Background: an optimization exercise with open tools, aiming at small area, a short achievable clock period and few clock cycles per item. Do not read the settings as production practice. In this exercise RTL edits were held to simulation tests only and were not proved equivalent to the original.

==> flow/design.v (outline; a module is shown in full before it is edited, if it fits) <==
// module pu24_alu: 164 lines
// module pu24_r4step: 26 lines
// module pu24_bmul: 1749 lines
// module pu24_add34: 184 lines
// module pu24_add72: 442 lines
module pu24_alu (
    input  wire        clk,
    input  wire        rst,
    input  wire        in_valid,
    output wire        in_ready,
    input  wire [1:0]  in_op,
    input  wire [31:0] in_a,
    input  wire [31:0] in_b,
    output reg         out_valid,
    output reg  [31:0] out_word,
    output reg  [3:0]  out_res,
    output reg         out_div0
);
  // ...
==> flow/flow/run.sh <==
#!/bin/bash
# Layout flow: the standard ORFS flow (standard.sh, with the standard
# synthesis unchanged), with repair_timing asked to leave extra setup slack
# (SETUP_SLACK_MARGIN from flow/margin.txt) so that the layout is timed for
# a shorter period than the design's clock. The SDC is not changed.
set -euo pipefail
MARGIN=$(cat flow/margin.txt)
sed "s|\"\${@:-finish}\"|SETUP_SLACK_MARGIN=$MARGIN \"\${@:-finish}\"|" standard.sh > standard_margin.sh
bash standard_margin.sh > standard.log 2>&1
==> flow/flow/margin.txt <==
14
==> flow/standard.sh <==
#!/bin/bash
# synth_recipe.tcl (not shown) runs the flow's synth.tcl, then flattens the netlist and writes it again
# the make line also repeats each setting of config.mk as NAME=value (left out here)
make -C /OpenROAD-flow-scripts/flow DESIGN_CONFIG=/design/flow/config.mk WORK_HOME=/design/flow/orfs CLKGATE_MAP_FILE= SYNTH_SCRIPT=/design/flow/synth_recipe.tcl "${@:-finish}"
==> flow/config.mk <==
export PLATFORM = sky130hd
export DESIGN_NAME = pu24_alu
export DESIGN_NICKNAME = pu24_alu
export VERILOG_FILES = /design/flow/design.v
export SDC_FILE = /design/flow/constraint.sdc
export NUM_CORES = 4
export LEC_CHECK = 0
export ABC_CLOCK_PERIOD_IN_PS = 5000
export CAP_MARGIN = 20
export CORE_MARGIN = 2
export CORE_UTILIZATION = 40
export SLEW_MARGIN = 20
==> flow/constraint.sdc <==
create_clock -name core_clock -period 20.0 [get_ports {clk}]
set_input_delay 4.0000 -clock core_clock [delete_from_list [all_inputs] [get_ports {clk}]]
set_output_delay 4.0000 -clock core_clock [all_outputs]
set_load 0.01 [all_outputs]
==> flow_summary_export.csv, run 1 <==
group,metric,value,unit
layout,non_clock_buffer_area_share,5.572,%
setup_path,critPathCapture,"d_r[19]",
setup_path,crit_slowest_cell,"buf_4",
synth,yosys.area_share.simple,8.573,%
setup_path,arrival,6.65,ns
synth,synth_top_family_by_area,"adder cells",
setup_path,crit_cells,32,
timing,worst_pin_slew,0.9767,ns
layout,syn_to_final_growth,13.31,%
synth,yosysSeqAreaShare,20.66,%
layout,top_register,"acc",
clocking,hold_buffers,0,
setup_path,cp-end-kind,"flop",
layout,post-route-util,45.58,%
synth,synth_cells,5480,
run_status,status,"timing/DRC/antenna clean",
layout,clockNetworkAreaShare,3.288,%
layout,largest_register_ffs,72,
synth,muxShareOfSynthArea,0.8270,%
layout,seq_cells,466,
timing,rsz0062_at_grt,"yes",
routing,wl_met2,75370,um
synth,synth_edf_count,108,
layout,inv_count,741,
clocking,clk_latency,0.69,ns
run,cap_violations,0,
timing,relSlewSlack,34.88,%
Testbench counts, summed over its fixed seeds: cycles 8,833, items 4,800.
==> module pu24_alu, before the edit <==
module pu24_alu (
    input  wire        clk,
    input  wire        rst,
    input  wire        in_valid,
    output wire        in_ready,
    input  wire [1:0]  in_op,
    input  wire [31:0] in_a,
    input  wire [31:0] in_b,
    output reg         out_valid,
    output reg  [31:0] out_word,
    output reg  [3:0]  out_res,
    output reg         out_div0
);
    localparam OP_MUL  = 2'd0;
    localparam OP_MACS = 2'd1;
    localparam OP_MACA = 2'd2;
    localparam OP_DIV  = 2'd3;
    localparam [31:0] MAXW = 32'h7FFF_FFFF;
    localparam [31:0] MINW = 32'h8000_0001;
    reg        rdy;
    reg        v0;
    reg [1:0]  op0;
    reg [31:0] a0;
    reg [31:0] b0;
    assign in_ready = rdy;
    wire accept = in_valid & rdy;
    wire [71:0] ms, mc;
    pu24_bmul u_mul (.a(a0), .b(b0), .s(ms), .c(mc));
    reg        v1;
    reg [1:0]  op1;
    reg [71:0] s1;
    reg [71:0] c1;
    reg  [71:0] acc;
    reg         acc_z;       
    wire [71:0] acc_sel = (op1 == OP_MACA && !acc_z) ? acc : 72'd0;
    wire [71:0] cs_s = acc_sel ^ s1 ^ c1;
    wire [71:0] cs_c = (acc_sel & s1) | (acc_sel & c1) | (s1 & c1);
    wire [71:0] x;
    wire        x_co;
    pu24_add72 u_x (.a(cs_s), .b({cs_c[70:0], 1'b0}), .cin(1'b0), .s(x), .cout(x_co));
    reg        f_v;
    reg [71:23] f_x;
    reg        f_st;
    reg        f_div0;
    reg        d_run;
    reg [3:0]  d_cnt;
    reg        d_neg;
    reg [31:0] d_r;       
    reg [31:0] d_q;       
    reg [31:0] d_b;       
    reg        d_early;   
    reg        d_bz;
    reg        d_sg;      
    reg        d_zr;      
    wire        d_start = v0 & (op0 == OP_DIV);
    wire [31:0] a_mag = a0[31] ? (~a0 + 32'd1) : a0;
    wire [31:0] b_mag = b0[31] ? (~b0 + 32'd1) : b0;
    wire        s_bz  = (b0 == 32'd0);
    wire        s_az  = (a0 == 32'd0);
    wire        s_ovf = ({7'd0, a_mag[31:7]} >= b_mag);
    function [5:0] lzc32;
        input [31:0] v;
        integer i;
        begin
            lzc32 = 6'd32;
            for (i = 0; i < 32; i = i + 1)
                if (v[i]) lzc32 = 6'd31 - i[5:0];
        end
    endfunction
    wire [5:0]  s_la  = lzc32(a0 ^ {32{a0[31]}}) - {5'd0, a0[31]};
    wire [5:0]  s_lb  = lzc32(b0 ^ {32{b0[31]}});
    wire [6:0]  s_m   = 7'd6 + {1'b0, s_la} - {1'b0, s_lb};
    wire        s_q0  = ~s_m[6] & (s_m[5:0] >= 6'd32);    
    wire [3:0]  s_j   = s_m[6] ? 4'd0 : s_m[4:1];
    wire [63:0] s_w   = {7'd0, a_mag, 25'd0} << {s_j, 1'b0};
    wire        s_early = s_bz | s_ovf | s_q0;
    wire [33:0] st2;
    pu24_r4step u_st1 (.r(d_r), .nb(d_q[31:30]), .b(d_b), .qr(st2));
    wire [31:0] qn  = {d_q[29:0], st2[33:32]};
    wire        f_s    = f_x[71];
    wire        f_hov  = f_s ? ~(&f_x[70:55]) : (|f_x[70:55]);
    wire        f_c    = f_x[23] & (~f_s | f_st);
    wire [31:0] f_h    = f_x[55:24];
    wire        h_max  = (f_h == 32'h7FFF_FFFF);
    wire        h_min  = (f_h == 32'h8000_0000);
    wire        h_ones = (f_h == 32'hFFFF_FFFF);
    wire        sat    = f_hov | (~f_s & h_max & f_c) | (f_s & h_min & ~f_c);
    wire [31:0] w      = f_h + {31'd0, f_c};
    wire [6:0] dsum = f_h[3:0]   + f_h[7:4]   + f_h[11:8]  + f_h[15:12]
                    + f_h[19:16] + f_h[23:20] + f_h[27:24] + f_h[31:28];
    wire [4:0] fd1 = dsum[6:4] + dsum[3:0];
    wire [3:0] fd2 = fd1[4] + fd1[3:0];
    wire [3:0] hm  = (fd2 == 4'd15) ? 4'd0 : fd2;
    wire [3:0] wm  = (h_ones & f_c) ? 4'd0 :
                     (f_c ? ((hm == 4'd14) ? 4'd0 : hm + 4'd1) : hm);
    always @(posedge clk) begin
        if (rst) begin
            rdy       <= 1'b1;
            v0        <= 1'b0;
            v1        <= 1'b0;
            f_v       <= 1'b0;
            out_valid <= 1'b0;
            acc_z     <= 1'b1;
            d_run     <= 1'b0;
            d_early   <= 1'b0;
        end else begin
            v0 <= accept;
            if (accept && in_op == OP_DIV)
                rdy <= 1'b0;
            else if ((d_start && (s_early || s_j >= 4'd14)) || (d_run && d_cnt == 4'd13))
                rdy <= 1'b1;
            v1 <= v0 & (op0 != OP_DIV);
            if (v1 && op1 != OP_MUL)
                acc_z <= 1'b0;
            d_early <= d_start & s_early;
            if (d_start && !s_early)
                d_run <= 1'b1;
            else if (d_run && d_cnt == 4'd15)
                d_run <= 1'b0;
            f_v <= v1 | d_early | (d_run && d_cnt == 4'd15);
            out_valid <= f_v;
        end
        op0 <= in_op;
        a0  <= in_a;
        b0  <= in_b;
        op1 <= op0;
        s1  <= ms;
        c1  <= mc;
        if (v1 && op1 != OP_MUL)
            acc <= x;
        if (d_start) begin
            d_neg <= a0[31] ^ b0[31];
            d_b   <= b_mag;
            d_bz  <= s_bz;
            d_sg  <= s_bz ? a0[31] : (s_ovf & (a0[31] ^ b0[31]));
            d_zr  <= s_bz ? s_az : s_q0;
        end
        if (d_start) begin
            d_cnt <= s_j;
            d_r   <= s_w[63:32];
            d_q   <= s_w[31:0];
        end else begin
            d_cnt <= d_cnt + 4'd1;
            d_r   <= st2[31:0];
            d_q   <= qn;
        end
        if (d_early) begin
            f_x    <= {d_sg, {16{~d_sg & ~d_zr}}, 32'd0};
            f_st   <= 1'b0;
            f_div0 <= d_bz;
        end else if (d_run) begin
            f_x    <= {{17{d_neg}}, qn[31:1] ^ {31{d_neg}}, qn[0] ^ d_neg};
            f_st   <= d_neg;
            f_div0 <= 1'b0;
        end else begin
            f_x    <= x[71:23];
            f_st   <= |x[22:0];
            f_div0 <= 1'b0;
        end
        out_word <= sat ? (f_s ? MINW : MAXW) : w;
        out_res  <= sat ? (f_s ? 4'd9 : 4'd7) : wm;
        out_div0 <= f_div0;
    end
endmodule
==> inputs of run 2 (changes only) <==
--- a/flow/design.v
+++ b/flow/design.v
@@ -12,37 +12,82 @@
     output reg         out_div0
 );
     localparam OP_MUL  = 2'd0;
     localparam OP_MACS = 2'd1;
     localparam OP_MACA = 2'd2;
     localparam OP_DIV  = 2'd3;
     localparam [31:0] MAXW = 32'h7FFF_FFFF;
     localparam [31:0] MINW = 32'h8000_0001;
+    function [5:0] lzc32;
+        input [31:0] v;
+        reg [15:0] v1; reg [15:0] c1;
+        reg [7:0]  v2; reg [15:0] c2;
+        reg [3:0]  v3; reg [11:0] c3;
+        reg [1:0]  v4; reg [7:0]  c4;
+        integer i;
+        begin
+            for (i = 0; i < 16; i = i + 1) begin
+                v1[i] = v[2*i+1] | v[2*i];
+                c1[i] = ~v[2*i+1];
+            end
+            for (i = 0; i < 8; i = i + 1) begin
+                v2[i] = v1[2*i+1] | v1[2*i];
+                c2[2*i+:2] = v1[2*i+1] ? {1'b0, c1[2*i+1]} : {1'b1, c1[2*i]};
+            end
+            for (i = 0; i < 4; i = i + 1) begin
+                v3[i] = v2[2*i+1] | v2[2*i];
+                c3[3*i+:3] = v2[2*i+1] ? {1'b0, c2[4*i+2+:2]} : {1'b1, c2[4*i+:2]};
+            end
+            for (i = 0; i < 2; i = i + 1) begin
+                v4[i] = v3[2*i+1] | v3[2*i];
+                c4[4*i+:4] = v3[2*i+1] ? {1'b0, c3[6*i+3+:3]} : {1'b1, c3[6*i+:3]};
+            end
+            lzc32 = (v4[1] | v4[0]) ? (v4[1] ? {2'b00, c4[7:4]} : {2'b01, c4[3:0]}) : 6'd32;
+        end
+    endfunction
     reg        rdy;
     reg        v0;
     reg [1:0]  op0;
     reg [31:0] a0;
     reg [31:0] b0;
+    reg [15:0] b_one;     
+    reg [15:0] b_two;
+    reg [15:0] b_neg;
     assign in_ready = rdy;
     wire accept = in_valid & rdy;
+    wire [32:0] in_bx = {in_b, 1'b0};
+    reg  [15:0] in_one, in_two, in_neg;
+    integer k;
+    always @* begin
+        for (k = 0; k < 16; k = k + 1) begin
+            in_one[k] = in_bx[2*k+1] ^ in_bx[2*k];
+            in_two[k] = (in_bx[2*k+2] & ~in_bx[2*k+1] & ~in_bx[2*k]) |
+                        (~in_bx[2*k+2] & in_bx[2*k+1] & in_bx[2*k]);
+            in_neg[k] = in_bx[2*k+2];
+        end
+    end
     wire [71:0] ms, mc;
-    pu24_bmul u_mul (.a(a0), .b(b0), .s(ms), .c(mc));
+    pu24_bmul u_mul (.a(a0), .one(b_one), .two(b_two), .neg(b_neg), .s(ms), .c(mc));
     reg        v1;
     reg [1:0]  op1;
+    reg        maca1;     
     reg [71:0] s1;
     reg [71:0] c1;
     reg  [71:0] acc;
     reg         acc_z;       
-    wire [71:0] acc_sel = (op1 == OP_MACA && !acc_z) ? acc : 72'd0;
+    wire [71:0] acc_sel = (maca1 && !acc_z) ? acc : 72'd0;
     wire [71:0] cs_s = acc_sel ^ s1 ^ c1;
     wire [71:0] cs_c = (acc_sel & s1) | (acc_sel & c1) | (s1 & c1);
     wire [71:0] x;
     wire        x_co;
     pu24_add72 u_x (.a(cs_s), .b({cs_c[70:0], 1'b0}), .cin(1'b0), .s(x), .cout(x_co));
+    wire [22:0] zt = cs_s[22:0] ^ {cs_c[21:0], 1'b0};
+    wire [22:0] zk = {cs_s[21:0] | {cs_c[20:0], 1'b0}, 1'b0};
+    wire        x_st = |(zt ^ zk);
     reg        f_v;
     reg [71:23] f_x;
     reg        f_st;
     reg        f_div0;
     reg        d_run;
     reg [3:0]  d_cnt;
     reg        d_neg;
     reg [31:0] d_r;       
@@ -53,28 +98,19 @@
     reg        d_sg;      
     reg        d_zr;      
     wire        d_start = v0 & (op0 == OP_DIV);
     wire [31:0] a_mag = a0[31] ? (~a0 + 32'd1) : a0;
     wire [31:0] b_mag = b0[31] ? (~b0 + 32'd1) : b0;
     wire        s_bz  = (b0 == 32'd0);
     wire        s_az  = (a0 == 32'd0);
     wire        s_ovf = ({7'd0, a_mag[31:7]} >= b_mag);
-    function [5:0] lzc32;
-        input [31:0] v;
-        integer i;
-        begin
-            lzc32 = 6'd32;
-            for (i = 0; i < 32; i = i + 1)
-                if (v[i]) lzc32 = 6'd31 - i[5:0];
-        end
-    endfunction
-    wire [5:0]  s_la  = lzc32(a0 ^ {32{a0[31]}}) - {5'd0, a0[31]};
+    wire [5:0]  s_la  = lzc32(a0 ^ {32{a0[31]}});
     wire [5:0]  s_lb  = lzc32(b0 ^ {32{b0[31]}});
-    wire [6:0]  s_m   = 7'd6 + {1'b0, s_la} - {1'b0, s_lb};
+    wire [6:0]  s_m   = {1'b0, s_la} + {6'd0, ~a0[31]} + 7'd5 - {1'b0, s_lb};
     wire        s_q0  = ~s_m[6] & (s_m[5:0] >= 6'd32);    
     wire [3:0]  s_j   = s_m[6] ? 4'd0 : s_m[4:1];
     wire [63:0] s_w   = {7'd0, a_mag, 25'd0} << {s_j, 1'b0};
     wire        s_early = s_bz | s_ovf | s_q0;
     wire [33:0] st2;
     pu24_r4step u_st1 (.r(d_r), .nb(d_q[31:30]), .b(d_b), .qr(st2));
     wire [31:0] qn  = {d_q[29:0], st2[33:32]};
     wire        f_s    = f_x[71];
@@ -118,17 +154,21 @@
             else if (d_run && d_cnt == 4'd15)
                 d_run <= 1'b0;
             f_v <= v1 | d_early | (d_run && d_cnt == 4'd15);
             out_valid <= f_v;
         end
         op0 <= in_op;
         a0  <= in_a;
         b0  <= in_b;
+        b_one <= in_one;
+        b_two <= in_two;
+        b_neg <= in_neg;
         op1 <= op0;
+        maca1 <= (op0 == OP_MACA);
         s1  <= ms;
         c1  <= mc;
         if (v1 && op1 != OP_MUL)
             acc <= x;
         if (d_start) begin
             d_neg <= a0[31] ^ b0[31];
             d_b   <= b_mag;
             d_bz  <= s_bz;
@@ -149,17 +189,17 @@
             f_st   <= 1'b0;
             f_div0 <= d_bz;
         end else if (d_run) begin
             f_x    <= {{17{d_neg}}, qn[31:1] ^ {31{d_neg}}, qn[0] ^ d_neg};
             f_st   <= d_neg;
             f_div0 <= 1'b0;
         end else begin
             f_x    <= x[71:23];
-            f_st   <= |x[22:0];
+            f_st   <= x_st;
             f_div0 <= 1'b0;
         end
         out_word <= sat ? (f_s ? MINW : MAXW) : w;
         out_res  <= sat ? (f_s ? 4'd9 : 4'd7) : wm;
         out_div0 <= f_div0;
     end
 endmodule
 module pu24_r4step (
@@ -185,23 +225,25 @@
     wire s2 = ge2 & ~ge3;
     wire s1 = ge1 & ~ge2;
     wire s0 = ~ge1;
     assign qr = {ge2, ge3 | s1,
                  ({32{s3}} & d3) | ({32{s2}} & d2) | ({32{s1}} & d1) | ({32{s0}} & r4[31:0])};
 endmodule
 module pu24_bmul (
     input  wire [31:0] a,
-    input  wire [31:0] b,
+    input  wire [15:0] one,    
+    input  wire [15:0] two,    
+    input  wire [15:0] neg,    
     output wire [71:0] s,
     output wire [71:0] c
 );
-    wire one0 = b[0] ^ 1'b0;
-    wire two0 = (b[1] & ~b[0] & ~1'b0) | (~b[1] & b[0] & 1'b0);
-    wire neg0 = b[1];
+    wire one0 = one[0];
+    wire two0 = two[0];
+    wire neg0 = neg[0];
     wire [33:0] pp0;
     assign pp0[0] = ((one0 & a[0])) ^ neg0;
     assign pp0[1] = ((one0 & a[1]) | (two0 & a[0])) ^ neg0;
     assign pp0[2] = ((one0 & a[2]) | (two0 & a[1])) ^ neg0;
     assign pp0[3] = ((one0 & a[3]) | (two0 & a[2])) ^ neg0;
     assign pp0[4] = ((one0 & a[4]) | (two0 & a[3])) ^ neg0;
     assign pp0[5] = ((one0 & a[5]) | (two0 & a[4])) ^ neg0;
     assign pp0[6] = ((one0 & a[6]) | (two0 & a[5])) ^ neg0;
@@ -227,19 +269,19 @@
     assign pp0[26] = ((one0 & a[26]) | (two0 & a[25])) ^ neg0;
     assign pp0[27] = ((one0 & a[27]) | (two0 & a[26])) ^ neg0;
     assign pp0[28] = ((one0 & a[28]) | (two0 & a[27])) ^ neg0;
     assign pp0[29] = ((one0 & a[29]) | (two0 & a[28])) ^ neg0;
     assign pp0[30] = ((one0 & a[30]) | (two0 & a[29])) ^ neg0;
     assign pp0[31] = ((one0 & a[31]) | (two0 & a[30])) ^ neg0;
     assign pp0[32] = ((one0 & a[31]) | (two0 & a[31])) ^ neg0;
     assign pp0[33] = ((one0 & a[31]) | (two0 & a[31])) ^ neg0;
-    wire one1 = b[2] ^ b[1];
-    wire two1 = (b[3] & ~b[2] & ~b[1]) | (~b[3] & b[2] & b[1]);
-    wire neg1 = b[3];
+    wire one1 = one[1];
+    wire two1 = two[1];
+    wire neg1 = neg[1];
     wire [33:0] pp1;
     assign pp1[0] = ((one1 & a[0])) ^ neg1;
     assign pp1[1] = ((one1 & a[1]) | (two1 & a[0])) ^ neg1;
     assign pp1[2] = ((one1 & a[2]) | (two1 & a[1])) ^ neg1;
     assign pp1[3] = ((one1 & a[3]) | (two1 & a[2])) ^ neg1;
     assign pp1[4] = ((one1 & a[4]) | (two1 & a[3])) ^ neg1;
     assign pp1[5] = ((one1 & a[5]) | (two1 & a[4])) ^ neg1;
     assign pp1[6] = ((one1 & a[6]) | (two1 & a[5])) ^ neg1;
@@ -265,19 +307,19 @@
     assign pp1[26] = ((one1 & a[26]) | (two1 & a[25])) ^ neg1;
     assign pp1[27] = ((one1 & a[27]) | (two1 & a[26])) ^ neg1;
     assign pp1[28] = ((one1 & a[28]) | (two1 & a[27])) ^ neg1;
     assign pp1[29] = ((one1 & a[29]) | (two1 & a[28])) ^ neg1;
     assign pp1[30] = ((one1 & a[30]) | (two1 & a[29])) ^ neg1;
     assign pp1[31] = ((one1 & a[31]) | (two1 & a[30])) ^ neg1;
     assign pp1[32] = ((one1 & a[31]) | (two1 & a[31])) ^ neg1;
     assign pp1[33] = ((one1 & a[31]) | (two1 & a[31])) ^ neg1;
-    wire one2 = b[4] ^ b[3];
-    wire two2 = (b[5] & ~b[4] & ~b[3]) | (~b[5] & b[4] & b[3]);
-    wire neg2 = b[5];
+    wire one2 = one[2];
+    wire two2 = two[2];
+    wire neg2 = neg[2];
     wire [33:0] pp2;
     assign pp2[0] = ((one2 & a[0])) ^ neg2;
     assign pp2[1] = ((one2 & a[1]) | (two2 & a[0])) ^ neg2;
     assign pp2[2] = ((one2 & a[2]) | (two2 & a[1])) ^ neg2;
     assign pp2[3] = ((one2 & a[3]) | (two2 & a[2])) ^ neg2;
     assign pp2[4] = ((one2 & a[4]) | (two2 & a[3])) ^ neg2;
     assign pp2[5] = ((one2 & a[5]) | (two2 & a[4])) ^ neg2;
     assign pp2[6] = ((one2 & a[6]) | (two2 & a[5])) ^ neg2;
@@ -303,19 +345,19 @@
     assign pp2[26] = ((one2 & a[26]) | (two2 & a[25])) ^ neg2;
     assign pp2[27] = ((one2 & a[27]) | (two2 & a[26])) ^ neg2;
     assign pp2[28] = ((one2 & a[28]) | (two2 & a[27])) ^ neg2;
     assign pp2[29] = ((one2 & a[29]) | (two2 & a[28])) ^ neg2;
     assign pp2[30] = ((one2 & a[30]) | (two2 & a[29])) ^ neg2;
     assign pp2[31] = ((one2 & a[31]) | (two2 & a[30])) ^ neg2;
     assign pp2[32] = ((one2 & a[31]) | (two2 & a[31])) ^ neg2;
     assign pp2[33] = ((one2 & a[31]) | (two2 & a[31])) ^ neg2;
-    wire one3 = b[6] ^ b[5];
-    wire two3 = (b[7] & ~b[6] & ~b[5]) | (~b[7] & b[6] & b[5]);
-    wire neg3 = b[7];
+    wire one3 = one[3];
+    wire two3 = two[3];
+    wire neg3 = neg[3];
     wire [33:0] pp3;
     assign pp3[0] = ((one3 & a[0])) ^ neg3;
     assign pp3[1] = ((one3 & a[1]) | (two3 & a[0])) ^ neg3;
     assign pp3[2] = ((one3 & a[2]) | (two3 & a[1])) ^ neg3;
     assign pp3[3] = ((one3 & a[3]) | (two3 & a[2])) ^ neg3;
     assign pp3[4] = ((one3 & a[4]) | (two3 & a[3])) ^ neg3;
     assign pp3[5] = ((one3 & a[5]) | (two3 & a[4])) ^ neg3;
     assign pp3[6] = ((one3 & a[6]) | (two3 & a[5])) ^ neg3;
@@ -341,19 +383,19 @@
     assign pp3[26] = ((one3 & a[26]) | (two3 & a[25])) ^ neg3;
     assign pp3[27] = ((one3 & a[27]) | (two3 & a[26])) ^ neg3;
     assign pp3[28] = ((one3 & a[28]) | (two3 & a[27])) ^ neg3;
     assign pp3[29] = ((one3 & a[29]) | (two3 & a[28])) ^ neg3;
     assign pp3[30] = ((one3 & a[30]) | (two3 & a[29])) ^ neg3;
     assign pp3[31] = ((one3 & a[31]) | (two3 & a[30])) ^ neg3;
     assign pp3[32] = ((one3 & a[31]) | (two3 & a[31])) ^ neg3;
     assign pp3[33] = ((one3 & a[31]) | (two3 & a[31])) ^ neg3;
-    wire one4 = b[8] ^ b[7];
-    wire two4 = (b[9] & ~b[8] & ~b[7]) | (~b[9] & b[8] & b[7]);
-    wire neg4 = b[9];
+    wire one4 = one[4];
+    wire two4 = two[4];
+    wire neg4 = neg[4];
     wire [33:0] pp4;
     assign pp4[0] = ((one4 & a[0])) ^ neg4;
     assign pp4[1] = ((one4 & a[1]) | (two4 & a[0])) ^ neg4;
     assign pp4[2] = ((one4 & a[2]) | (two4 & a[1])) ^ neg4;
     assign pp4[3] = ((one4 & a[3]) | (two4 & a[2])) ^ neg4;
     assign pp4[4] = ((one4 & a[4]) | (two4 & a[3])) ^ neg4;
     assign pp4[5] = ((one4 & a[5]) | (two4 & a[4])) ^ neg4;
     assign pp4[6] = ((one4 & a[6]) | (two4 & a[5])) ^ neg4;
@@ -379,19 +421,19 @@
     assign pp4[26] = ((one4 & a[26]) | (two4 & a[25])) ^ neg4;
     assign pp4[27] = ((one4 & a[27]) | (two4 & a[26])) ^ neg4;
     assign pp4[28] = ((one4 & a[28]) | (two4 & a[27])) ^ neg4;
     assign pp4[29] = ((one4 & a[29]) | (two4 & a[28])) ^ neg4;
     assign pp4[30] = ((one4 & a[30]) | (two4 & a[29])) ^ neg4;
     assign pp4[31] = ((one4 & a[31]) | (two4 & a[30])) ^ neg4;
     assign pp4[32] = ((one4 & a[31]) | (two4 & a[31])) ^ neg4;
     assign pp4[33] = ((one4 & a[31]) | (two4 & a[31])) ^ neg4;
-    wire one5 = b[10] ^ b[9];
-    wire two5 = (b[11] & ~b[10] & ~b[9]) | (~b[11] & b[10] & b[9]);
-    wire neg5 = b[11];
+    wire one5 = one[5];
+    wire two5 = two[5];
+    wire neg5 = neg[5];
     wire [33:0] pp5;
     assign pp5[0] = ((one5 & a[0])) ^ neg5;
     assign pp5[1] = ((one5 & a[1]) | (two5 & a[0])) ^ neg5;
     assign pp5[2] = ((one5 & a[2]) | (two5 & a[1])) ^ neg5;
     assign pp5[3] = ((one5 & a[3]) | (two5 & a[2])) ^ neg5;
     assign pp5[4] = ((one5 & a[4]) | (two5 & a[3])) ^ neg5;
     assign pp5[5] = ((one5 & a[5]) | (two5 & a[4])) ^ neg5;
     assign pp5[6] = ((one5 & a[6]) | (two5 & a[5])) ^ neg5;
@@ -417,19 +459,19 @@
     assign pp5[26] = ((one5 & a[26]) | (two5 & a[25])) ^ neg5;
     assign pp5[27] = ((one5 & a[27]) | (two5 & a[26])) ^ neg5;
     assign pp5[28] = ((one5 & a[28]) | (two5 & a[27])) ^ neg5;
     assign pp5[29] = ((one5 & a[29]) | (two5 & a[28])) ^ neg5;
     assign pp5[30] = ((one5 & a[30]) | (two5 & a[29])) ^ neg5;
     assign pp5[31] = ((one5 & a[31]) | (two5 & a[30])) ^ neg5;
     assign pp5[32] = ((one5 & a[31]) | (two5 & a[31])) ^ neg5;
     assign pp5[33] = ((one5 & a[31]) | (two5 & a[31])) ^ neg5;
-    wire one6 = b[12] ^ b[11];
-    wire two6 = (b[13] & ~b[12] & ~b[11]) | (~b[13] & b[12] & b[11]);
-    wire neg6 = b[13];
+    wire one6 = one[6];
+    wire two6 = two[6];
+    wire neg6 = neg[6];
     wire [33:0] pp6;
     assign pp6[0] = ((one6 & a[0])) ^ neg6;
     assign pp6[1] = ((one6 & a[1]) | (two6 & a[0])) ^ neg6;
     assign pp6[2] = ((one6 & a[2]) | (two6 & a[1])) ^ neg6;
     assign pp6[3] = ((one6 & a[3]) | (two6 & a[2])) ^ neg6;
     assign pp6[4] = ((one6 & a[4]) | (two6 & a[3])) ^ neg6;
     assign pp6[5] = ((one6 & a[5]) | (two6 & a[4])) ^ neg6;
     assign pp6[6] = ((one6 & a[6]) | (two6 & a[5])) ^ neg6;
@@ -455,19 +497,19 @@
     assign pp6[26] = ((one6 & a[26]) | (two6 & a[25])) ^ neg6;
     assign pp6[27] = ((one6 & a[27]) | (two6 & a[26])) ^ neg6;
     assign pp6[28] = ((one6 & a[28]) | (two6 & a[27])) ^ neg6;
     assign pp6[29] = ((one6 & a[29]) | (two6 & a[28])) ^ neg6;
     assign pp6[30] = ((one6 & a[30]) | (two6 & a[29])) ^ neg6;
     assign pp6[31] = ((one6 & a[31]) | (two6 & a[30])) ^ neg6;
     assign pp6[32] = ((one6 & a[31]) | (two6 & a[31])) ^ neg6;
     assign pp6[33] = ((one6 & a[31]) | (two6 & a[31])) ^ neg6;
-    wire one7 = b[14] ^ b[13];
-    wire two7 = (b[15] & ~b[14] & ~b[13]) | (~b[15] & b[14] & b[13]);
-    wire neg7 = b[15];
+    wire one7 = one[7];
+    wire two7 = two[7];
+    wire neg7 = neg[7];
     wire [33:0] pp7;
     assign pp7[0] = ((one7 & a[0])) ^ neg7;
     assign pp7[1] = ((one7 & a[1]) | (two7 & a[0])) ^ neg7;
     assign pp7[2] = ((one7 & a[2]) | (two7 & a[1])) ^ neg7;
     assign pp7[3] = ((one7 & a[3]) | (two7 & a[2])) ^ neg7;
     assign pp7[4] = ((one7 & a[4]) | (two7 & a[3])) ^ neg7;
     assign pp7[5] = ((one7 & a[5]) | (two7 & a[4])) ^ neg7;
     assign pp7[6] = ((one7 & a[6]) | (two7 & a[5])) ^ neg7;
@@ -493,19 +535,19 @@
     assign pp7[26] = ((one7 & a[26]) | (two7 & a[25])) ^ neg7;
     assign pp7[27] = ((one7 & a[27]) | (two7 & a[26])) ^ neg7;
     assign pp7[28] = ((one7 & a[28]) | (two7 & a[27])) ^ neg7;
     assign pp7[29] = ((one7 & a[29]) | (two7 & a[28])) ^ neg7;
     assign pp7[30] = ((one7 & a[30]) | (two7 & a[29])) ^ neg7;
     assign pp7[31] = ((one7 & a[31]) | (two7 & a[30])) ^ neg7;
     assign pp7[32] = ((one7 & a[31]) | (two7 & a[31])) ^ neg7;
     assign pp7[33] = ((one7 & a[31]) | (two7 & a[31])) ^ neg7;
-    wire one8 = b[16] ^ b[15];
-    wire two8 = (b[17] & ~b[16] & ~b[15]) | (~b[17] & b[16] & b[15]);
-    wire neg8 = b[17];
+    wire one8 = one[8];
+    wire two8 = two[8];
+    wire neg8 = neg[8];
     wire [33:0] pp8;
     assign pp8[0] = ((one8 & a[0])) ^ neg8;
     assign pp8[1] = ((one8 & a[1]) | (two8 & a[0])) ^ neg8;
     assign pp8[2] = ((one8 & a[2]) | (two8 & a[1])) ^ neg8;
     assign pp8[3] = ((one8 & a[3]) | (two8 & a[2])) ^ neg8;
     assign pp8[4] = ((one8 & a[4]) | (two8 & a[3])) ^ neg8;
     assign pp8[5] = ((one8 & a[5]) | (two8 & a[4])) ^ neg8;
     assign pp8[6] = ((one8 & a[6]) | (two8 & a[5])) ^ neg8;
@@ -531,19 +573,19 @@
     assign pp8[26] = ((one8 & a[26]) | (two8 & a[25])) ^ neg8;
     assign pp8[27] = ((one8 & a[27]) | (two8 & a[26])) ^ neg8;
     assign pp8[28] = ((one8 & a[28]) | (two8 & a[27])) ^ neg8;
     assign pp8[29] = ((one8 & a[29]) | (two8 & a[28])) ^ neg8;
     assign pp8[30] = ((one8 & a[30]) | (two8 & a[29])) ^ neg8;
     assign pp8[31] = ((one8 & a[31]) | (two8 & a[30])) ^ neg8;
     assign pp8[32] = ((one8 & a[31]) | (two8 & a[31])) ^ neg8;
     assign pp8[33] = ((one8 & a[31]) | (two8 & a[31])) ^ neg8;
-    wire one9 = b[18] ^ b[17];
-    wire two9 = (b[19] & ~b[18] & ~b[17]) | (~b[19] & b[18] & b[17]);
-    wire neg9 = b[19];
+    wire one9 = one[9];
+    wire two9 = two[9];
+    wire neg9 = neg[9];
     wire [33:0] pp9;
     assign pp9[0] = ((one9 & a[0])) ^ neg9;
     assign pp9[1] = ((one9 & a[1]) | (two9 & a[0])) ^ neg9;
     assign pp9[2] = ((one9 & a[2]) | (two9 & a[1])) ^ neg9;
     assign pp9[3] = ((one9 & a[3]) | (two9 & a[2])) ^ neg9;
     assign pp9[4] = ((one9 & a[4]) | (two9 & a[3])) ^ neg9;
     assign pp9[5] = ((one9 & a[5]) | (two9 & a[4])) ^ neg9;
     assign pp9[6] = ((one9 & a[6]) | (two9 & a[5])) ^ neg9;
@@ -569,19 +611,19 @@
     assign pp9[26] = ((one9 & a[26]) | (two9 & a[25])) ^ neg9;
     assign pp9[27] = ((one9 & a[27]) | (two9 & a[26])) ^ neg9;
     assign pp9[28] = ((one9 & a[28]) | (two9 & a[27])) ^ neg9;
     assign pp9[29] = ((one9 & a[29]) | (two9 & a[28])) ^ neg9;
     assign pp9[30] = ((one9 & a[30]) | (two9 & a[29])) ^ neg9;
     assign pp9[31] = ((one9 & a[31]) | (two9 & a[30])) ^ neg9;
     assign pp9[32] = ((one9 & a[31]) | (two9 & a[31])) ^ neg9;
     assign pp9[33] = ((one9 & a[31]) | (two9 & a[31])) ^ neg9;
-    wire one10 = b[20] ^ b[19];
-    wire two10 = (b[21] & ~b[20] & ~b[19]) | (~b[21] & b[20] & b[19]);
-    wire neg10 = b[21];
+    wire one10 = one[10];
+    wire two10 = two[10];
+    wire neg10 = neg[10];
     wire [33:0] pp10;
     assign pp10[0] = ((one10 & a[0])) ^ neg10;
     assign pp10[1] = ((one10 & a[1]) | (two10 & a[0])) ^ neg10;
     assign pp10[2] = ((one10 & a[2]) | (two10 & a[1])) ^ neg10;
     assign pp10[3] = ((one10 & a[3]) | (two10 & a[2])) ^ neg10;
     assign pp10[4] = ((one10 & a[4]) | (two10 & a[3])) ^ neg10;
     assign pp10[5] = ((one10 & a[5]) | (two10 & a[4])) ^ neg10;
     assign pp10[6] = ((one10 & a[6]) | (two10 & a[5])) ^ neg10;
@@ -607,19 +649,19 @@
     assign pp10[26] = ((one10 & a[26]) | (two10 & a[25])) ^ neg10;
     assign pp10[27] = ((one10 & a[27]) | (two10 & a[26])) ^ neg10;
     assign pp10[28] = ((one10 & a[28]) | (two10 & a[27])) ^ neg10;
     assign pp10[29] = ((one10 & a[29]) | (two10 & a[28])) ^ neg10;
     assign pp10[30] = ((one10 & a[30]) | (two10 & a[29])) ^ neg10;
     assign pp10[31] = ((one10 & a[31]) | (two10 & a[30])) ^ neg10;
     assign pp10[32] = ((one10 & a[31]) | (two10 & a[31])) ^ neg10;
     assign pp10[33] = ((one10 & a[31]) | (two10 & a[31])) ^ neg10;
-    wire one11 = b[22] ^ b[21];
-    wire two11 = (b[23] & ~b[22] & ~b[21]) | (~b[23] & b[22] & b[21]);
-    wire neg11 = b[23];
+    wire one11 = one[11];
+    wire two11 = two[11];
+    wire neg11 = neg[11];
     wire [33:0] pp11;
     assign pp11[0] = ((one11 & a[0])) ^ neg11;
     assign pp11[1] = ((one11 & a[1]) | (two11 & a[0])) ^ neg11;
     assign pp11[2] = ((one11 & a[2]) | (two11 & a[1])) ^ neg11;
     assign pp11[3] = ((one11 & a[3]) | (two11 & a[2])) ^ neg11;
     assign pp11[4] = ((one11 & a[4]) | (two11 & a[3])) ^ neg11;
     assign pp11[5] = ((one11 & a[5]) | (two11 & a[4])) ^ neg11;
     assign pp11[6] = ((one11 & a[6]) | (two11 & a[5])) ^ neg11;
@@ -645,19 +687,19 @@
     assign pp11[26] = ((one11 & a[26]) | (two11 & a[25])) ^ neg11;
     assign pp11[27] = ((one11 & a[27]) | (two11 & a[26])) ^ neg11;
     assign pp11[28] = ((one11 & a[28]) | (two11 & a[27])) ^ neg11;
     assign pp11[29] = ((one11 & a[29]) | (two11 & a[28])) ^ neg11;
     assign pp11[30] = ((one11 & a[30]) | (two11 & a[29])) ^ neg11;
     assign pp11[31] = ((one11 & a[31]) | (two11 & a[30])) ^ neg11;
     assign pp11[32] = ((one11 & a[31]) | (two11 & a[31])) ^ neg11;
     assign pp11[33] = ((one11 & a[31]) | (two11 & a[31])) ^ neg11;
-    wire one12 = b[24] ^ b[23];
-    wire two12 = (b[25] & ~b[24] & ~b[23]) | (~b[25] & b[24] & b[23]);
-    wire neg12 = b[25];
+    wire one12 = one[12];
+    wire two12 = two[12];
+    wire neg12 = neg[12];
     wire [33:0] pp12;
     assign pp12[0] = ((one12 & a[0])) ^ neg12;
     assign pp12[1] = ((one12 & a[1]) | (two12 & a[0])) ^ neg12;
     assign pp12[2] = ((one12 & a[2]) | (two12 & a[1])) ^ neg12;
     assign pp12[3] = ((one12 & a[3]) | (two12 & a[2])) ^ neg12;
     assign pp12[4] = ((one12 & a[4]) | (two12 & a[3])) ^ neg12;
     assign pp12[5] = ((one12 & a[5]) | (two12 & a[4])) ^ neg12;
     assign pp12[6] = ((one12 & a[6]) | (two12 & a[5])) ^ neg12;
@@ -683,19 +725,19 @@
     assign pp12[26] = ((one12 & a[26]) | (two12 & a[25])) ^ neg12;
     assign pp12[27] = ((one12 & a[27]) | (two12 & a[26])) ^ neg12;
     assign pp12[28] = ((one12 & a[28]) | (two12 & a[27])) ^ neg12;
     assign pp12[29] = ((one12 & a[29]) | (two12 & a[28])) ^ neg12;
     assign pp12[30] = ((one12 & a[30]) | (two12 & a[29])) ^ neg12;
     assign pp12[31] = ((one12 & a[31]) | (two12 & a[30])) ^ neg12;
     assign pp12[32] = ((one12 & a[31]) | (two12 & a[31])) ^ neg12;
     assign pp12[33] = ((one12 & a[31]) | (two12 & a[31])) ^ neg12;
-    wire one13 = b[26] ^ b[25];
-    wire two13 = (b[27] & ~b[26] & ~b[25]) | (~b[27] & b[26] & b[25]);
-    wire neg13 = b[27];
+    wire one13 = one[13];
+    wire two13 = two[13];
+    wire neg13 = neg[13];
     wire [33:0] pp13;
     assign pp13[0] = ((one13 & a[0])) ^ neg13;
     assign pp13[1] = ((one13 & a[1]) | (two13 & a[0])) ^ neg13;
     assign pp13[2] = ((one13 & a[2]) | (two13 & a[1])) ^ neg13;
     assign pp13[3] = ((one13 & a[3]) | (two13 & a[2])) ^ neg13;
     assign pp13[4] = ((one13 & a[4]) | (two13 & a[3])) ^ neg13;
     assign pp13[5] = ((one13 & a[5]) | (two13 & a[4])) ^ neg13;
     assign pp13[6] = ((one13 & a[6]) | (two13 & a[5])) ^ neg13;
@@ -721,19 +763,19 @@
     assign pp13[26] = ((one13 & a[26]) | (two13 & a[25])) ^ neg13;
     assign pp13[27] = ((one13 & a[27]) | (two13 & a[26])) ^ neg13;
     assign pp13[28] = ((one13 & a[28]) | (two13 & a[27])) ^ neg13;
     assign pp13[29] = ((one13 & a[29]) | (two13 & a[28])) ^ neg13;
     assign pp13[30] = ((one13 & a[30]) | (two13 & a[29])) ^ neg13;
     assign pp13[31] = ((one13 & a[31]) | (two13 & a[30])) ^ neg13;
     assign pp13[32] = ((one13 & a[31]) | (two13 & a[31])) ^ neg13;
     assign pp13[33] = ((one13 & a[31]) | (two13 & a[31])) ^ neg13;
-    wire one14 = b[28] ^ b[27];
-    wire two14 = (b[29] & ~b[28] & ~b[27]) | (~b[29] & b[28] & b[27]);
-    wire neg14 = b[29];
+    wire one14 = one[14];
+    wire two14 = two[14];
+    wire neg14 = neg[14];
     wire [33:0] pp14;
     assign pp14[0] = ((one14 & a[0])) ^ neg14;
     assign pp14[1] = ((one14 & a[1]) | (two14 & a[0])) ^ neg14;
     assign pp14[2] = ((one14 & a[2]) | (two14 & a[1])) ^ neg14;
     assign pp14[3] = ((one14 & a[3]) | (two14 & a[2])) ^ neg14;
     assign pp14[4] = ((one14 & a[4]) | (two14 & a[3])) ^ neg14;
     assign pp14[5] = ((one14 & a[5]) | (two14 & a[4])) ^ neg14;
     assign pp14[6] = ((one14 & a[6]) | (two14 & a[5])) ^ neg14;
@@ -759,19 +801,19 @@
     assign pp14[26] = ((one14 & a[26]) | (two14 & a[25])) ^ neg14;
     assign pp14[27] = ((one14 & a[27]) | (two14 & a[26])) ^ neg14;
     assign pp14[28] = ((one14 & a[28]) | (two14 & a[27])) ^ neg14;
     assign pp14[29] = ((one14 & a[29]) | (two14 & a[28])) ^ neg14;
     assign pp14[30] = ((one14 & a[30]) | (two14 & a[29])) ^ neg14;
     assign pp14[31] = ((one14 & a[31]) | (two14 & a[30])) ^ neg14;
     assign pp14[32] = ((one14 & a[31]) | (two14 & a[31])) ^ neg14;
     assign pp14[33] = ((one14 & a[31]) | (two14 & a[31])) ^ neg14;
-    wire one15 = b[30] ^ b[29];
-    wire two15 = (b[31] & ~b[30] & ~b[29]) | (~b[31] & b[30] & b[29]);
-    wire neg15 = b[31];
+    wire one15 = one[15];
+    wire two15 = two[15];
+    wire neg15 = neg[15];
     wire [33:0] pp15;
     assign pp15[0] = ((one15 & a[0])) ^ neg15;
     assign pp15[1] = ((one15 & a[1]) | (two15 & a[0])) ^ neg15;
     assign pp15[2] = ((one15 & a[2]) | (two15 & a[1])) ^ neg15;
     assign pp15[3] = ((one15 & a[3]) | (two15 & a[2])) ^ neg15;
     assign pp15[4] = ((one15 & a[4]) | (two15 & a[3])) ^ neg15;
     assign pp15[5] = ((one15 & a[5]) | (two15 & a[4])) ^ neg15;
     assign pp15[6] = ((one15 & a[6]) | (two15 & a[5])) ^ neg15;
==> flow/flow/margin.txt (replaced) <==
14.5
==> flow/config.mk (replaced) <==
export PLATFORM = sky130hd
export DESIGN_NAME = pu24_alu
export DESIGN_NICKNAME = pu24_alu
export VERILOG_FILES = /design/flow/design.v
export SDC_FILE = /design/flow/constraint.sdc
export NUM_CORES = 4
export LEC_CHECK = 0
export ABC_CLOCK_PERIOD_IN_PS = 5000
export CAP_MARGIN = 20
export CORE_MARGIN = 2
export CORE_UTILIZATION = 45
export SLEW_MARGIN = 20
==> flow_summary_export.csv, run 2 <==
group,metric,value,unit
run_status,status,"timing/DRC/antenna clean",
layout,largest_register_ffs,72,
synth,synth_top_family_by_area,"adder cells",
synth,synth.largest_area_cell,"fa_1",
floorplanning,io_pins,108,
worst_hold_path,hp-class,"reg2reg",
global_route,track_usage,30.37,%
synth,syn_area,0.05297,mm2
setup_path,critPathLaunchType,"flop",
global_route,grt-ovfl-total,0,
setup_path,cp-end-kind,"flop",
global_route,grt_pass1_vias,43470,
synth,yosys-top-cells-count,"797 x inv_1, 627 x xnor2_1, 570 x fa_1, 522 x a22oi_1, 390 x dfxtp_1",
timing,skew,0.04667,ns
synth,synth_top_cell_area_share,21.54,%
timing,timing.final.hold_violations,0,
synth,synth-xor-area-share,13.52,%
layout,top_register,"acc",
setup_path,critPathTopFamily,"adder cells",
global_route,grt_pass1_wl,277700,um
clocking,clk_pin_slew,0.06,ns
layout,final_common_cell,"inv_1",
setup_path,arrival,6.17,ns
timing,setup_violations,0,
floorplanning,start_util,45.46,%
synth,yosys.area_share.simple,8.922,%
setup_path,worstReg2RegEnd,"out_res[3]",
setup_path,worstPathCellList,"inv_2, fa_1, inv_2, fa_1, fa_1, inv_2, fa_1, inv_2, ha_4, a21o_1, a21oi_2, xnor2_2, inv_1, fa_2, buf_4, xor2_1, nor3b_4, xor2_1, xnor2_1, and2_1, nand4b_1, o21ai_2, nand2b_4, o22ai_2",
routing,vias,43830,
floorplanning,fp-row-count,125,
timing,fin_ws,14.40,ns
routing,via_per_inst,6.043,
setup_path,critPathRequiredTime,20.57,ns
setup_path,worst-path-buf-inv,6,
run,cap_violations,0,
synth,synth-compound-area-share,17.88,%
floorplanning,die_x,347.1,um
clocking,clk_latency,0.70,ns
synth,ys.flop_type,"dfxtp_1",
setup_path,path_max_fanout,3,
global_route,grt_max_degree,86,
clocking,htreeDepth,2,
synth,synthArstFlopShare,0,%
global_route,antenna_found_initial,6,
timing,max_freq,0.1787,GHz
setup_path,startpoint,"f_x[43]",
floorplanning,dieArea,0.1205,mm2
layout,mostFrequentLayoutCells,"784 x inv_1, 625 x xnor2_1, 566 x fa_1, 521 x a22oi_1, 333 x dfxtp_1",
layout,post-route-util,50.38,%
layout,drive_gt1_share,8.365,%
clocking,clockBufferDepth,3,
setup_path,r2r_cells,24,
placed_design,gp_congestion,0.9196,
placed_design,pre_cts_ws,12.74,ns
synth,synth_cells,5776,
routing,ant_nets,0,
timing,hold_ws,0.3360,ns
worst_hold_path,hp-start,"f_div0",
timing,slew_violations,0,
setup_path,crit_cells,24,
floorplanning,dieHeight,347.1,um
placed_design,io_buffers,107,
timing,post-route-period-util,27.99,%
setup_path,reg2reg_slack,14.40,ns
routing,drt-wirelength-per-cell,25.92,um
timing,relSlewSlack,30.40,%
clocking,cts_made_buffers,60,
floorplanning,coreArea,0.1165,mm2
synth,synth_cell_types,90,
synth,yosysMostFrequentCell,"inv_1",
synth,yosys_warnings,1,
placed_design,hpwl,130200,um
routing,drc,0,
routing,totalWireLength,188000,um
synth,synth_nets,6714,
clocking,cts_tree,"done",
synth,syn_avg_cell_area,9.171,um2
setup_path,setup.worst_path.class,"reg2reg",
synth,muxShareOfSynthArea,1.339,%
clocking,clock-sinks,498,
routing,first_pass_iters,7,
layout,syn_to_final_growth,10.83,%
timing,worst_pin_slew,1.044,ns
layout,nets,6612,
setup_path,crit_slowest_cell,"fa_1",
synth,synth_edf_count,108,
layout,layout_top_registers,"acc: 72 flops, s1: 64 flops, c1: 62 flops",
timing,period_minus_slack,5.598,ns
setup_path,critPathCapture,"out_res[3]",
setup_path,r2r-start,"f_x[43]",
timing,rsz0062_at_grt,"yes",
synth,yosysSeqAreaShare,20.86,%
timing,setup_tns,0,ns
synth,ys_seq_elements,498,
synth,synth_area_leaders,"fa_1 22%, dfxtp_1 15%, xnor2_1 10%",
clocking,ctsRootBufferMaster,"clkbuf_16",
routing,first_iter_violations,4762,
synth,yosys.area_share.adder,28.61,%
setup_path,critPathMaxStageDelay,0.55,ns
==> run 2: changes by cell type after synthesis, sizes merged, moves of 35 or more <==
cell | before | now
a21oi | 168 | 216
buf | 86 | 121
inv | 739 | 804
o21ai | 151 | 190
xnor2 | 716 | 627
xor2 | 83 | 190
==> run 2: cells by family after synthesis <==
kind of cell	after synthesis
and+or+nand+nor	920
xor gates and xnor gates	817
adders and majority gates	869
AOI/OAI and AO/OA	1365
buffers and inverters	1240
DFF	498
muxes	67
==> run 2: worst min-delay path by stage <==
stage               end  cells after the start
2_1_floorplan  out_div0                      0
3_3_place_gp   out_div0                      0
3_5_place_dp   out_div0                      0
4_1_cts        out_div0                      0
5_1_grt        out_div0                      0
6_report       out_div0                      0
==> run 2: cell type report <==
class                   instances  area, um2
multi-input cells            4039      37840
repair buffers                265       2624
flip-flops and latches        498      11150
fillers                     10880      57810
clock inverters                32      317.8
clock buffers                  82       1792
inverters                     810       3070
diodes                          3      7.507
well taps                    1524       1907
==> run 2: repair_timing <==
action / 4_1_cts / 5_1_grt
gates cloned: 2 / 8
setup buffers: 17 / 24
pin swaps: 27 / 34
endpoints found under the hold margin: 0 / 0
hold buffers: 0 / 0
gates resized for setup: 160 / 98
endpoints found under the setup margin: 90 / 55
==> run 2: stage by stage <==
step,area [um2],cells
2_1_floorplan,52990,5776
3_3_place_gp,55220,7085
3_5_place_dp,55220,7085
4_1_cts,57880,7218
5_1_grt,58700,7250
6_report,58710,7253
==> run 2: layer usage <==
metal	routed length, um	share of wire [%]	up-vias	track usage [%]
met5	13	0.0069	-	0
met4	9899	5.3	2	14.13
met3	19290	10	471	6.343
met2	79030	42	2391	45.29
met1	79780	42	21660	42.09
li1	-	-	19310	-
Testbench counts of run 2, summed over its fixed seeds: cycles 8,833, items 4,800.
==> inputs of run 3 (changes only) <==
--- a/flow/design.v
+++ b/flow/design.v
@@ -103,9 +103,9 @@
     wire        s_bz  = (b0 == 32'd0);
     wire        s_az  = (a0 == 32'd0);
     wire        s_ovf = ({7'd0, a_mag[31:7]} >= b_mag);
-    wire [5:0]  s_la  = lzc32(a0 ^ {32{a0[31]}});
-    wire [5:0]  s_lb  = lzc32(b0 ^ {32{b0[31]}});
-    wire [6:0]  s_m   = {1'b0, s_la} + {6'd0, ~a0[31]} + 7'd5 - {1'b0, s_lb};
+    wire [5:0]  s_ra  = lzc32({a0[31:1] ^ a0[30:0], 1'b1});
+    wire [5:0]  s_rb  = lzc32({b0[31:1] ^ b0[30:0], 1'b1});
+    wire [6:0]  s_m   = {1'b0, s_ra} + {6'd0, ~a0[31]} + 7'd5 - {1'b0, s_rb};
     wire        s_q0  = ~s_m[6] & (s_m[5:0] >= 6'd32);    
     wire [3:0]  s_j   = s_m[6] ? 4'd0 : s_m[4:1];
     wire [63:0] s_w   = {7'd0, a_mag, 25'd0} << {s_j, 1'b0};
@@ -122,13 +122,24 @@
     wire        h_ones = (f_h == 32'hFFFF_FFFF);
     wire        sat    = f_hov | (~f_s & h_max & f_c) | (f_s & h_min & ~f_c);
     wire [31:0] w      = f_h + {31'd0, f_c};
-    wire [6:0] dsum = f_h[3:0]   + f_h[7:4]   + f_h[11:8]  + f_h[15:12]
-                    + f_h[19:16] + f_h[23:20] + f_h[27:24] + f_h[31:28];
-    wire [4:0] fd1 = dsum[6:4] + dsum[3:0];
-    wire [3:0] fd2 = fd1[4] + fd1[3:0];
-    wire [3:0] hm  = (fd2 == 4'd15) ? 4'd0 : fd2;
-    wire [3:0] wm  = (h_ones & f_c) ? 4'd0 :
-                     (f_c ? ((hm == 4'd14) ? 4'd0 : hm + 4'd1) : hm);
+    function [7:0] csa15;        
+        input [3:0] p, q, r;
+        reg   [3:0] m;
+        begin
+            m = (p & q) | (p & r) | (q & r);
+            csa15 = {m[2:0], m[3], p ^ q ^ r};
+        end
+    endfunction
+    wire [7:0] r1a = csa15(f_h[3:0],   f_h[7:4],   f_h[11:8]);
+    wire [7:0] r1b = csa15(f_h[15:12], f_h[19:16], f_h[23:20]);
+    wire [7:0] r1c = csa15(f_h[27:24], f_h[31:28], {3'd0, f_c});
+    wire [7:0] r2a = csa15(r1a[3:0], r1a[7:4], r1b[3:0]);
+    wire [7:0] r2b = csa15(r1b[7:4], r1c[3:0], r1c[7:4]);
+    wire [7:0] r3a = csa15(r2a[3:0], r2a[7:4], r2b[3:0]);
+    wire [7:0] r4a = csa15(r3a[3:0], r3a[7:4], r2b[7:4]);
+    wire [4:0] rs  = r4a[3:0] + r4a[7:4];
+    wire [3:0] rf  = rs[3:0] + {3'd0, rs[4]};      
+    wire [3:0] wm  = ((h_ones & f_c) || rf == 4'd15) ? 4'd0 : rf;
     always @(posedge clk) begin
         if (rst) begin
             rdy       <= 1'b1;
==> flow_summary_export.csv, run 3 <==
group,metric,value,unit
run_status,status,"timing/DRC/antenna clean",
layout,drive_gt1_share,7.348,%
setup_path,path_max_fanout,3,
global_route,antenna_found_initial,18,
layout,syn_to_final_growth,10.22,%
placed_design,gp_congestion,0.9788,
synth,synth_nets,6753,
setup_path,r2r-start,"a0[25]",
setup_path,startpoint,"rdy",
global_route,gr-usage-met2,44.77,%
global_route,grt_pass1_wl,275600,um
setup_path,worstPathCellList,"dlygate4sd2_1",
setup_path,critPathRequiredTime,16.00,ns
clocking,htreeDepth,2,
setup_path,arrival,1.45,ns
synth,syn_area,0.05302,mm2
timing,slew_violations,0,
synth,ys_seq_elements,498,
setup_path,reg2reg_slack,14.60,ns
floorplanning,dieHeight,347.3,um
synth,yosysSeqAreaShare,20.84,%
routing,first_iter_violations,4620,
setup_path,r2r_cells,20,
timing,post-route-period-util,27.26,%
synth,yosys_warnings,1,
setup_path,critPathTopFamily,"flip-flops",
floorplanning,dieArea,0.1206,mm2
global_route,track_usage,30.25,%
routing,vias,43290,
setup_path,cp-end-kind,"primary output",
routing,via_per_inst,5.952,
floorplanning,die_x,347.3,um
clocking,cts_made_buffers,60,
timing,relSlewSlack,24.68,%
layout,layout_top_registers,"acc: 72 flops, s1: 64 flops, c1: 62 flops",
synth,synth_edf_count,108,
synth,synthArstFlopShare,0,%
global_route,grt-ovfl-total,0,
global_route,globalRouteMet3Util,8.299,%
setup_path,critPathCapture,"in_ready",
floorplanning,fp-row-count,125,
layout,top_register,"acc",
setup_path,worst-path-buf-inv,1,
global_route,grt_use_met1,40.76,%
clocking,cts_tree,"done",
routing,totalWireLength,185100,um
timing,worst_pin_slew,1.130,ns
global_route,grt_pass1_vias,43030,
setup_path,crit_slowest_cell,"dfxtp_4",
synth,ys.flop_type,"dfxtp_1",
layout,mostFrequentLayoutCells,"856 x inv_1, 727 x xnor2_1, 573 x fa_1, 505 x a22oi_1, 364 x dfxtp_1",
placed_design,hpwl,131900,um
timing,rsz0062_at_grt,"yes",
global_route,grt_max_degree,73,
timing,setup_violations,0,
layout,largest_register_ffs,72,
floorplanning,start_util,45.51,%
floorplanning,io_pins,108,
synth,syn_avg_cell_area,9.204,um2
synth,synth.largest_area_cell,"fa_1",
global_route,grt-busiest-layer,"met2",
synth,yosys-top-cells-count,"862 x inv_1, 729 x xnor2_1, 573 x fa_1, 505 x a22oi_1, 390 x dfxtp_1",
synth,synth_cell_types,91,
setup_path,critPathLaunchType,"flop",
setup_path,crit_cells,1,
floorplanning,coreArea,0.1165,mm2
clocking,clock-sinks,498,
routing,first_pass_iters,7,
routing,drc,0,
clocking,clk_pin_slew,0.06,ns
timing,skew,0.08206,ns
routing,ant_nets,0,
synth,synth_top_cell_area_share,21.63,%
timing,setup_tns,0,ns
worst_hold_path,hp-class,"reg2reg",
layout,nets,6684,
setup_path,worstReg2RegEnd,"d_r[14]",
synth,yosysMostFrequentCell,"inv_1",
timing,max_freq,0.1834,GHz
clocking,ctsRootBufferMaster,"clkbuf_16",
placed_design,io_buffers,107,
timing,timing.final.hold_violations,0,
synth,synth_cells,5761,
setup_path,setup.worst_path.class,"reg2out",
layout,final_common_cell,"inv_1",
layout,post-route-util,50.16,%
clocking,clk_latency,0.72,ns
clocking,clockBufferDepth,3,
timing,period_minus_slack,5.452,ns
setup_path,critPathMaxStageDelay,0.45,ns
clocking,hold_buffers,0,
routing,drt-wirelength-per-cell,25.45,um
run,cap_violations,0,
synth,synth_area_leaders,"fa_1 22%, dfxtp_1 15%, xnor2_1 12%",
[run 3: cells by family after synthesis]
family          share of synthesized area (%)
flops                                   20.84
buf+inv                                 9.050
fa+ha+maj                               29.89
xor+xnor                                13.46
compound gates                          17.20
mux                                     1.038
simple gates                            8.514
[run 3: cell type report]
type | instances | area, um2
clock inverters | 25 | 244.0
inverters | 876 | 3321
well taps | 1524 | 1907
diodes | 6 | 15.01
fillers | 10890 | 58070
multi-input cells | 3991 | 37550
repair inverters | 1 | 5.005
clock buffers | 88 | 1758
flip-flops and latches | 498 | 11100
repair buffers | 264 | 2546
[run 3: layer usage]
metal	vias up	part of all wire (%)
met2	2475	42
met1	21070	41
met5	-	0.046
met4	12	5.6
li1	19190	-
met3	544	11
[run 3: stage by stage]
stage	instances	hold WS, ns	setup WS (ns)	cell area [um2]
6_report	7273	0.3868	14.55	58440
2_1_floorplan	5761	0.3096	14.46	53030
4_1_cts	7222	0.3957	14.49	57660
3_3_place_gp	7097	0.3345	12.85	55320
3_5_place_dp	7097	0.3226	12.64	55320
5_1_grt	7271	0.4087	14.43	58440
[run 3: worst min path at each step]
stage / from / to / cells past startpoint
3_5_place_dp: f_div0 / out_div0 / 0
3_3_place_gp: f_div0 / out_div0 / 0
4_1_cts: op0[1] / op1[1] / 0
6_report: f_div0 / out_div0 / 0
2_1_floorplan: f_div0 / out_div0 / 0
5_1_grt: f_div0 / out_div0 / 0
[run 3: repair_timing]
action | 4_1_cts | 5_1_grt
setup endpoints to repair | 91 | 56
gates resized for setup | 113 | 90
setup buffers | 9 | 41
cloned | 3 | 4
pin swaps | 8 | 18
Testbench counts of run 3, summed over its fixed seeds: cycles 8,833, items 4,800.
==> inputs of run 4 (changes only) <==
--- a/flow/design.v
+++ b/flow/design.v
@@ -90,9 +90,9 @@
     reg        d_run;
     reg [3:0]  d_cnt;
     reg        d_neg;
-    reg [31:0] d_r;       
-    reg [31:0] d_q;       
-    reg [31:0] d_b;       
+    wire [31:0] d_r = s1[31:0];       
+    wire [31:0] d_q = s1[63:32];      
+    wire [31:0] d_b = c1[31:0];       
     reg        d_early;   
     reg        d_bz;
     reg        d_sg;      
@@ -175,26 +175,29 @@
         b_neg <= in_neg;
         op1 <= op0;
         maca1 <= (op0 == OP_MACA);
-        s1  <= ms;
-        c1  <= mc;
+        s1[71:64] <= ms[71:64];
+        c1[71:32] <= mc[71:32];
+        if (d_start) begin
+            s1[63:0]  <= {s_w[31:0], s_w[63:32]};
+            c1[31:0]  <= b_mag;
+        end else if (v0) begin
+            s1[63:0]  <= ms[63:0];
+            c1[31:0]  <= mc[31:0];
+        end else begin
+            s1[63:0]  <= {qn, st2[31:0]};
+        end
         if (v1 && op1 != OP_MUL)
             acc <= x;
         if (d_start) begin
             d_neg <= a0[31] ^ b0[31];
-            d_b   <= b_mag;
             d_bz  <= s_bz;
             d_sg  <= s_bz ? a0[31] : (s_ovf & (a0[31] ^ b0[31]));
             d_zr  <= s_bz ? s_az : s_q0;
         end
-        if (d_start) begin
+        if (d_start)
             d_cnt <= s_j;
-            d_r   <= s_w[63:32];
-            d_q   <= s_w[31:0];
-        end else begin
+        else
             d_cnt <= d_cnt + 4'd1;
-            d_r   <= st2[31:0];
-            d_q   <= qn;
-        end
         if (d_early) begin
             f_x    <= {d_sg, {16{~d_sg & ~d_zr}}, 32'd0};
             f_st   <= 1'b0;
--- a/flow/config.mk
+++ b/flow/config.mk
@@ -9,4 +9,5 @@
 export CAP_MARGIN = 20
 export CORE_MARGIN = 2
 export CORE_UTILIZATION = 45
+export CTS_BUF_LIST = sky130_fd_sc_hd__clkbuf_4 sky130_fd_sc_hd__clkbuf_8
 export SLEW_MARGIN = 20
==> flow_summary_export.csv, run 4 <==
group,metric,value,unit
synth,synthArstFlopShare,0,%
synth,yosys-top-cells-count,"793 x inv_1, 717 x xnor2_1, 574 x fa_1, 516 x a22oi_1, 349 x ha_1",
synth,yosys.area_share.adder,31.41,%
timing,post-route-period-util,27.17,%
synth,ys.flop_type,"dfxtp_1",
placed_design,hpwl,131300,um
clocking,cts_made_buffers,80,
setup_path,setup.worst_path.class,"reg2out",
synth,muxShareOfSynthArea,0.8897,%
clocking,cts_tree,"done",
clocking,clock-sinks,403,
setup_path,critPathMaxStageDelay,0.39,ns
clocking,clockBufferDepth,3,
synth,synth_edf_count,108,
synth,syn_avg_cell_area,9.018,um2
synth,yosysSeqAreaShare,18.12,%
setup_path,arrival,1.43,ns
timing,setup_tns,0,ns
synth,syn_area,0.05048,mm2
timing,period_minus_slack,5.434,ns
synth,synth_area_leaders,"fa_1 23%, xnor2_1 12%, dfxtp_1 12%",
floorplanning,coreArea,0.1110,mm2
routing,vias,42170,
floorplanning,dieArea,0.1149,mm2
routing,first_pass_iters,10,
timing,worst_pin_slew,1.096,ns
synth,ys_seq_elements,403,
layout,stdcell_count,7066,
global_route,grt_max_degree,80,
routing,first_iter_violations,4848,
setup_path,path_max_fanout,3,
layout,mostFrequentLayoutCells,"788 x inv_1, 717 x xnor2_1, 574 x fa_1, 516 x a22oi_1, 345 x ha_1",
setup_path,critPathTopFamily,"flip-flops",
global_route,grt_pass1_vias,42220,
global_route,track_usage,31.10,%
setup_path,critPathLaunchType,"flop",
placed_design,io_buffers,107,
floorplanning,io_pins,108,
synth,synth_cell_types,85,
routing,via_per_inst,5.968,
timing,skew,0.09158,ns
synth,synth-xor-area-share,14.14,%
layout,nets,6498,
synth,yosysMostFrequentCell,"inv_1",
layout,final_common_cell,"inv_1",
synth,synth_nets,6590,
synth,yosys_warnings,1,
floorplanning,dieHeight,338.9,um
synth,synth_top_family_by_area,"adder cells",
layout,top_register,"acc",
synth,synth_cells,5598,
clocking,clk_pin_slew,0.06,ns
global_route,grt_pass1_wl,271000,um
routing,drt-wirelength-per-cell,25.71,um
setup_path,crit_slowest_cell,"dfxtp_2",
run_status,status,"timing/DRC/antenna clean",
layout,syn_to_final_growth,9.673,%
run,cap_violations,0,
global_route,grt-ovfl-total,0,
layout,layout_top_registers,"acc: 72 flops, s1: 64 flops, f_x: 49 flops",
routing,ant_nets,0,
synth,synth_top_cell_area_share,22.76,%
global_route,antenna_found_initial,14,
synth,yosys.area_share.simple,8.555,%
clocking,ctsRootBufferMaster,"clkbuf_8",
timing,setup_violations,0,
setup_path,worst-path-buf-inv,1,
setup_path,worstPathCellList,"clkdlybuf4s15_1",
setup_path,critPathRequiredTime,16.00,ns
timing,slew_violations,0,
floorplanning,start_util,45.49,%
clocking,clk_latency,0.83,ns
layout,largest_register_ffs,72,
layout,drive_gt1_share,7.086,%
clocking,htreeDepth,3,
worst_hold_path,hp-class,"reg2reg",
placed_design,pre_cts_ws,13.04,ns
timing,max_freq,0.1840,GHz
layout,post-route-util,49.89,%
placed_design,gp_congestion,0.9381,
routing,totalWireLength,181700,um
placed_design,dp.cells,6887,
timing,fin_ws,14.57,ns
timing,relSlewSlack,26.14,%
floorplanning,die_x,338.9,um
timing,timing.final.hold_violations,0,
synth,synth.largest_area_cell,"fa_1",
setup_path,cp-end-kind,"primary output",
synth,synth-compound-area-share,17.84,%
floorplanning,fp-row-count,122,
timing,rsz0062_at_grt,"yes",
routing,drc,0,
==> run 4: cell types whose count changed after synthesis, sizes merged, moves of 13 or more <==
cell and delta:
nand3 +13, and2 -21, inv -73, nor3 -32, nor2 +29, o21a -26
o21ai +57, nand4 -14, dfxtp -95
==> run 4: timing repair <==
item / in CTS / in global routing
gates resized for setup: 105 / 81
gates cloned: 0 / 5
hold buffers: 0 / 0
endpoints found under the setup margin: 105 / 42
buffers inserted: 8 / 11
pin swaps: 2 / 7
==> run 4: metal layers <==
| metal | track usage [%] | vias to the layer above | share of wire, % |
|---|---|---|---|
| li1 | - | 18640 | - |
| met5 | 0 | - | 0.025 |
| met2 | 46.49 | 2353 | 42 |
| met3 | 7.436 | 448 | 11 |
| met4 | 11.99 | 8 | 4.1 |
| met1 | 43.32 | 20710 | 43 |
==> run 4: logic make-up (layout without fill, tap and decap cells) <==
group | after synthesis | count (layout)
buffers and inverters | 1211 | 1187
flip-flops | 403 | 403
multiplexers | 42 | 42
AND/OR/NAND/NOR | 891 | 891
AO/OA/AOI/OAI | 1313 | 1313
other | 0 | 4
XOR/XNOR | 815 | 815
adder cells (fa/ha/maj) | 923 | 923
==> run 4: metrics by stage <==
stage	instance area [um2]	hold WS (ns)
2_1_floorplan	50490	0.3096
3_3_place_gp	52690	0.3175
3_5_place_dp	52690	0.3205
4_1_cts	54850	0.3357
5_1_grt	55370	0.3444
6_report	55370	0.3301
==> run 4: layout make-up <==
cell class                 instances  area (um2)
sequential                       403        9204
timing repair buffer             234        2320
clock inverter                    41       561.8
inverter                         803        3052
multi-input combinational       3984       36970
clock buffer                     109        1388
antenna                            4       10.01
tap                             1488        1862
fill                           10590       55610
==> run 4: path summary, 6_finish.rpt <==
path / end / from / slack, ns / cells after the start
hold / removal: out_div0 / f_div0 / 0.33 / 0
setup / recovery: in_ready / rdy / 14.57 / 1
setup reg to reg: s1[31] / b_neg[14] / 14.59 / 13
hold reg to reg: out_div0 / f_div0 / 0.33 / 0
==> run 4: worst reg2reg max path, stage by stage, from the launching register on <==
cell      delay (ns)
dfxtp_1         0.69
clkinv_1        0.28
buf_4           0.40
fa_1            0.65
inv_1           0.05
fa_1            0.47
fa_1            0.44
inv_1           0.09
fa_1            0.41
fa_1            0.54
inv_1           0.07
fa_1            0.46
a21boi_0        0.48
o22ai_1         0.13
Testbench counts of run 4, summed over its fixed seeds: cycles 8,833, items 4,800.

[afterwards: timing with drivers on the ports]
The results above use ideal ports. As a check the final layouts listed here were re-extracted and re-timed, cells and wires unchanged.
Step 1 assumes that a clkbuf_16 drives the clock port and a buf_2 every other input.
Step 2 adds t to the input delays and takes it off the output delays; t is the mean of the earliest and latest rising clock arrival at the registers after step 1. Input paths then give back, and output paths get back, about the clock's delay inside the block.
Slacks: ideal ports / drivers / drivers and shift; pairs: ideal ports / drivers.
run | shift t [ns] | slack for setup (ns) | worst setup path at the end | clock arrival spread, ns | worst data-port slew with drivers (ns)
run 1 | 0.739 | 13.859 / 13.859 / 13.859 | register to register | 0.058 / 0.058 | 0.13
run 2 | 0.746 | 14.403 / 14.403 / 14.403 | register to register | 0.046 / 0.047 | 0.06
run 3 | 0.764 | 14.548 / 14.468 / 14.336 | input to register | 0.088 / 0.089 | 0.15
run 4 | 0.848 | 14.566 / 14.498 / 14.497 | input to register | 0.096 / 0.096 | 0.06
After both steps every run listed still meets setup and hold. The setup slack of run 3, which loses most, moves by -0.080 ns with the drivers and by -0.212 ns with both steps.
